From an optimization exercise on the open Yosys and OpenROAD flow, aimed at small area; shortcuts taken in it are not production practice. In this exercise RTL edits were held to simulation tests only and were not proved equivalent to the original.

## run P
## xarn_node
module xarn_node (
    input  wire        clk,
    input  wire        rst,
    input  wire        in_a_k,
    input  wire [7:0]  in_a_d,
    input  wire        in_b_k,
    input  wire [7:0]  in_b_d,
    output wire        out_a_k,
    output wire [7:0]  out_a_d,
    output wire        out_b_k,
    output wire [7:0]  out_b_d,
    input  wire        active,
    input  wire        has_keeper,
    input  wire [3:0]  keeper_mtag,
    input  wire        resp_valid,
    output wire        resp_ready,
    input  wire        resp_port,
    input  wire [3:0]  resp_mtag,
    input  wire [2:0]  resp_tag,
    input  wire [3:0]  resp_code,
    input  wire [3:0]  resp_op,
    input  wire [15:0] resp_addr,
    input  wire [31:0] resp_data,
    output wire        acc_a_valid,
    output wire [3:0]  acc_a_mtag,
    output wire [3:0]  acc_a_op,
    output wire [2:0]  acc_a_tag,
    output wire [23:0] acc_a_addr,
    output wire [31:0] acc_a_data,
    output wire        acc_b_valid,
    output wire [3:0]  acc_b_mtag,
    output wire [3:0]  acc_b_op,
    output wire [2:0]  acc_b_tag,
    output wire [23:0] acc_b_addr,
    output wire [31:0] acc_b_data,
    output reg  [4:0]  dev_addr,
    output reg         enum_full,
    input  wire        enum_full_clr,
    input  wire        snap_clr,
    output reg  [47:0] crc_err_a,
    output reg  [47:0] crc_err_b,
    output reg  [47:0] frames_in
);
clock: 8.0 ns
lec_check: 0
cap_margin: 20
core_margin: 2
core_utilization: 55
place_density: 0.7
slew_margin: 20
standard.sh (not shown) runs the stock make flow with config.mk's settings and CLKGATE_MAP_FILE= SYNTH_SCRIPT=/design/flow/synth_recipe.tcl, a recipe that flattens the netlist after the stock synthesis.
==> flow/flow/run.sh <==
#!/bin/bash
# Layout flow: the standard ORFS flow with three changes.
# 1. After the standard synthesis (run unchanged), the combinational logic is
#    re-mapped by ABC for area (flow/remap.ys); every register keeps its cell,
#    name and connections.
# 2. Port buffers are sky130_fd_sc_hd__buf_1.
# 3. The clock tree uses clkbuf_8 in clusters of up to 16 sinks, without
#    dummy loads.
# Each step's output goes to its own log here.
set -euo pipefail

WORK=$(pwd)
RES=$WORK/orfs/results/sky130hd/xarn_node/base
LIB=$FLOW_HOME/platforms/sky130hd/lib/sky130_fd_sc_hd__tt_025C_1v80.lib
YOSYS=$(command -v yosys || echo $FLOW_HOME/../tools/install/yosys/bin/yosys)

export BUFFER_PORTS_ARGS="-buffer_cell sky130_fd_sc_hd__buf_1"
export CTS_ARGS="-sink_clustering_enable -repair_clock_nets -buf_list sky130_fd_sc_hd__clkbuf_8 -sink_clustering_size 16 -sink_clustering_max_diameter 80 -dont_use_dummy_load"

bash standard.sh synth > synth.log 2>&1

# combinational re-map
mkdir -p remap
cp $RES/1_2_yosys.v remap/netlist_std.v
python3 flow/libmodels.py $LIB remap/models.v > remap_models.log 2>&1
sed "s#lib.lib#$LIB#g" flow/remap.ys > remap/remap.ys
cp flow/remap.abc remap/
(cd remap && $YOSYS -s remap.ys) > remap.log 2>&1
cp remap/netlist_remap.v $RES/1_2_yosys.v
rm -f $RES/1_synth.odb $RES/1_synth.sdc
bash standard.sh synth > synth_odb.log 2>&1

bash standard.sh floorplan  > floorplan.log 2>&1
bash standard.sh place      > place.log 2>&1
bash standard.sh cts        > cts.log 2>&1
bash standard.sh grt        > grt.log 2>&1
bash standard.sh route      > route.log 2>&1
bash standard.sh finish     > finish.log 2>&1
test -f out/final.def
Other scripts of this flow, unchanged in this note and not shown: flow/flow/libmodels.py, flow/flow/remap.abc, flow/flow/remap.ys
Here is what was changed in the inputs of run C compared with run P.
diff --git a/flow/design.v b/flow/design.v
--- a/flow/design.v
+++ b/flow/design.v
@@ -12,23 +12,23 @@
     input  wire [3:0]  keeper_mtag,
     input  wire        rb_full,
     input  wire [2:0]  rb_mtag_hi,    
     input  wire [63:0] rb_body,       
     output wire        rb_pop,        
     output reg         acc_valid,
     output wire [3:0]  acc_mtag,
     output wire [3:0]  acc_op,
     output wire [2:0]  acc_tag,
     output wire [23:0] acc_addr,
     output wire [31:0] acc_data,
-    output wire        crc_err_evt,   
+    output reg         crc_err_evt,
     output wire        consumed_evt,
     output wire        addr_set,      
     output wire [4:0]  addr_val,
     output wire        enum_full_evt
 );
     localparam [3:0] OP_IDLE = 4'd0, OP_READ = 4'd1, OP_WRITE = 4'd2, OP_BWRITE = 4'd3,
                      OP_ENUM = 4'd4, OP_CLAIM = 4'd5, OP_PREPARE = 4'd7, OP_COMMIT = 4'd8,
                      OP_TIMESET = 4'd9;
     localparam [3:0] POS_NONE = 4'd15;
     localparam [7:0] K28_5 = 8'hBC, K30_7 = 8'hFE;
     localparam [1:0] M_RAW = 2'd0, M_FWD = 2'd1, M_IDLE = 2'd2, M_INS = 2'd3;
@@ -101,47 +101,48 @@
         if (ipos == 4'd9)
             f_eu <= e_enum && e_unassigned;
         if (at_end)
             tail_k <= f_act && !c_pass;
     end
     always @(posedge clk) begin
         if (rst) begin
             k0 <= 1'b0; k1 <= 1'b0; k2 <= 1'b0; k3 <= 1'b0;
             ipos <= POS_NONE; opos <= POS_NONE;
             mode <= M_RAW;
             acc_valid <= 1'b0;
+            crc_err_evt <= 1'b0;
         end else begin
             k0 <= in_k; k1 <= k0; k2 <= k1; k3 <= k2;
             ipos <= pos_next(ipos, in_k && (in_d == K28_5));
             opos <= pos_next(opos, k2 && (d2 == K28_5));
             if (at_choice) begin
                 if (!f_act)
                     mode <= M_RAW;
                 else if (p_ins)
                     mode <= M_INS;
                 else if (p_addressed || p_reserved)
                     mode <= M_IDLE;
                 else
                     mode <= M_FWD;
             end
             acc_valid   <= at_end && f_act && c_pass && (f_consume || c_bcast);
+            crc_err_evt <= at_end && f_act && !c_pass && !c_void;
         end
     end
     assign rb_pop = (ipos == 4'd3) && (mode == M_INS);
     assign acc_mtag = {d11, d10[7]};
     assign acc_op   = d10[6:3];
     assign acc_tag  = d10[2:0];
     assign acc_addr = {d9, d8, d7};
     assign acc_data = {d6, d5, d4, d3};
-    assign crc_err_evt   = at_end && f_act && !c_pass && !c_void;
-    assign consumed_evt  = at_end && f_act && c_pass && f_consume;
+    assign consumed_evt  = acc_valid && f_consume;
     wire   e_full        = (d3[4:0] == 5'd31);
     wire   e_take        = f_eu && (d3[4:0] != 5'd0) && !e_full;
     assign addr_set      = acc_valid && f_eu;
     assign addr_val      = e_full ? 5'd0 : d3[4:0];
     assign enum_full_evt = acc_valid && f_eu && e_full;
     reg [63:0] ins;           
     reg [15:0] crc_out;
     wire o_body = (opos >= 4'd1) && (opos <= 4'd9);
     wire o_crc  = (opos == 4'd10) || (opos == 4'd11);
     wire o_repl = mode[1];
     reg [7:0] o_byte;
@@ -310,37 +311,37 @@
     end
 endmodule
 module xarn_count (
     input  wire        clk,
     input  wire        rst,
     input  wire        snap,
     input  wire        inc0,
     input  wire        inc1,
     output reg  [47:0] live,
     output reg  [47:0] snapshot
 );
-    wire [47:0] base = snap ? 48'd0 : live;
     wire [48:1] c;
-    assign c[1] = (inc0 & inc1) | (base[0] & (inc0 ^ inc1));
+    assign c[1] = (inc0 & inc1) | (live[0] & (inc0 ^ inc1));
     genvar i;
     generate
         for (i = 1; i < 48; i = i + 1) begin : g_carry
             if (i == 7)
-                assign c[8] = c[1] & (&base[7:1]);
+                assign c[8] = c[1] & (&live[7:1]);
             else if (i % 8 == 7)
-                assign c[i+1] = c[i-7] & (&base[i:i-7]);
+                assign c[i+1] = c[i-7] & (&live[i:i-7]);
             else
-                assign c[i+1] = c[i] & base[i];
+                assign c[i+1] = c[i] & live[i];
         end
     endgenerate
-    wire [47:0] nxt = {base[47:1] ^ c[47:1], base[0] ^ inc0 ^ inc1};
+    wire [47:0] nxt = {live[47:1] ^ c[47:1], live[0] ^ inc0 ^ inc1};
     always @(posedge clk) begin
         if (rst) begin
             live     <= 48'd0;
             snapshot <= 48'd0;
+        end else if (snap) begin
+            snapshot <= nxt;
+            live     <= 48'd0;
         end else begin
-            live <= nxt;
-            if (snap)
-                snapshot <= live;
+            live     <= nxt;
         end
     end
 endmodule
==> comparison <==
[compare] base=run P new=run C: final worst clock skew picked up an extra 0.045 ns; met3 demand-to-capacity share in global routing lost 1.2 points. Run C: full flow OK, the timing, DRC and antenna checks passed. Run P has higher utilization of the core after routing than run C. Fmax (run C / run P): 1.06. Run C vs. run P: instance area at placement roughly the same; global-route usage over all layers lower. Total length of routed wires went down by a few percent going from run P to run C. Share of the final layout cell area in multi-input gates: run C vs run P up 0.66 points. Run C vs. run P: antenna diode count went down by 1. Min placed instance count across run P and run C: run P. Run C against run P: number of cells upsized or downsized after cts has decreased, area after synthesis has increased.

## port drivers added, routing unchanged
In the flow no input, the clock included, has a driving cell. The finished layouts below were timed again as built, in two steps. Step 1 sets driving cells, clkbuf_16 on the clock port and buf_2 on the other inputs (assumed; they add their load-dependent delay and slew). Step 2 moves the port delays by t, midway between the first and last clock arrival at a register: inputs arrive t later, outputs are due t later. That takes back most of the time a late clock gives input paths. a / b / c = ideal / step 1 / step 2; a / b = the first two.
run | t, ns | setup WS [ns] | latest minus earliest clock arrival (ns)
run P | 0.724 | 0.427 / 0.427 / -0.094 | 0.031 / 0.032
run C | 0.731 | 0.884 / 0.884 / 0.884 | 0.078 / 0.078
Met with ideal ports but missed after step 2: setup timing in run P. The setup slack of run P, which loses most, moves by 0.000 ns with the drivers and by -0.521 ns with both steps.
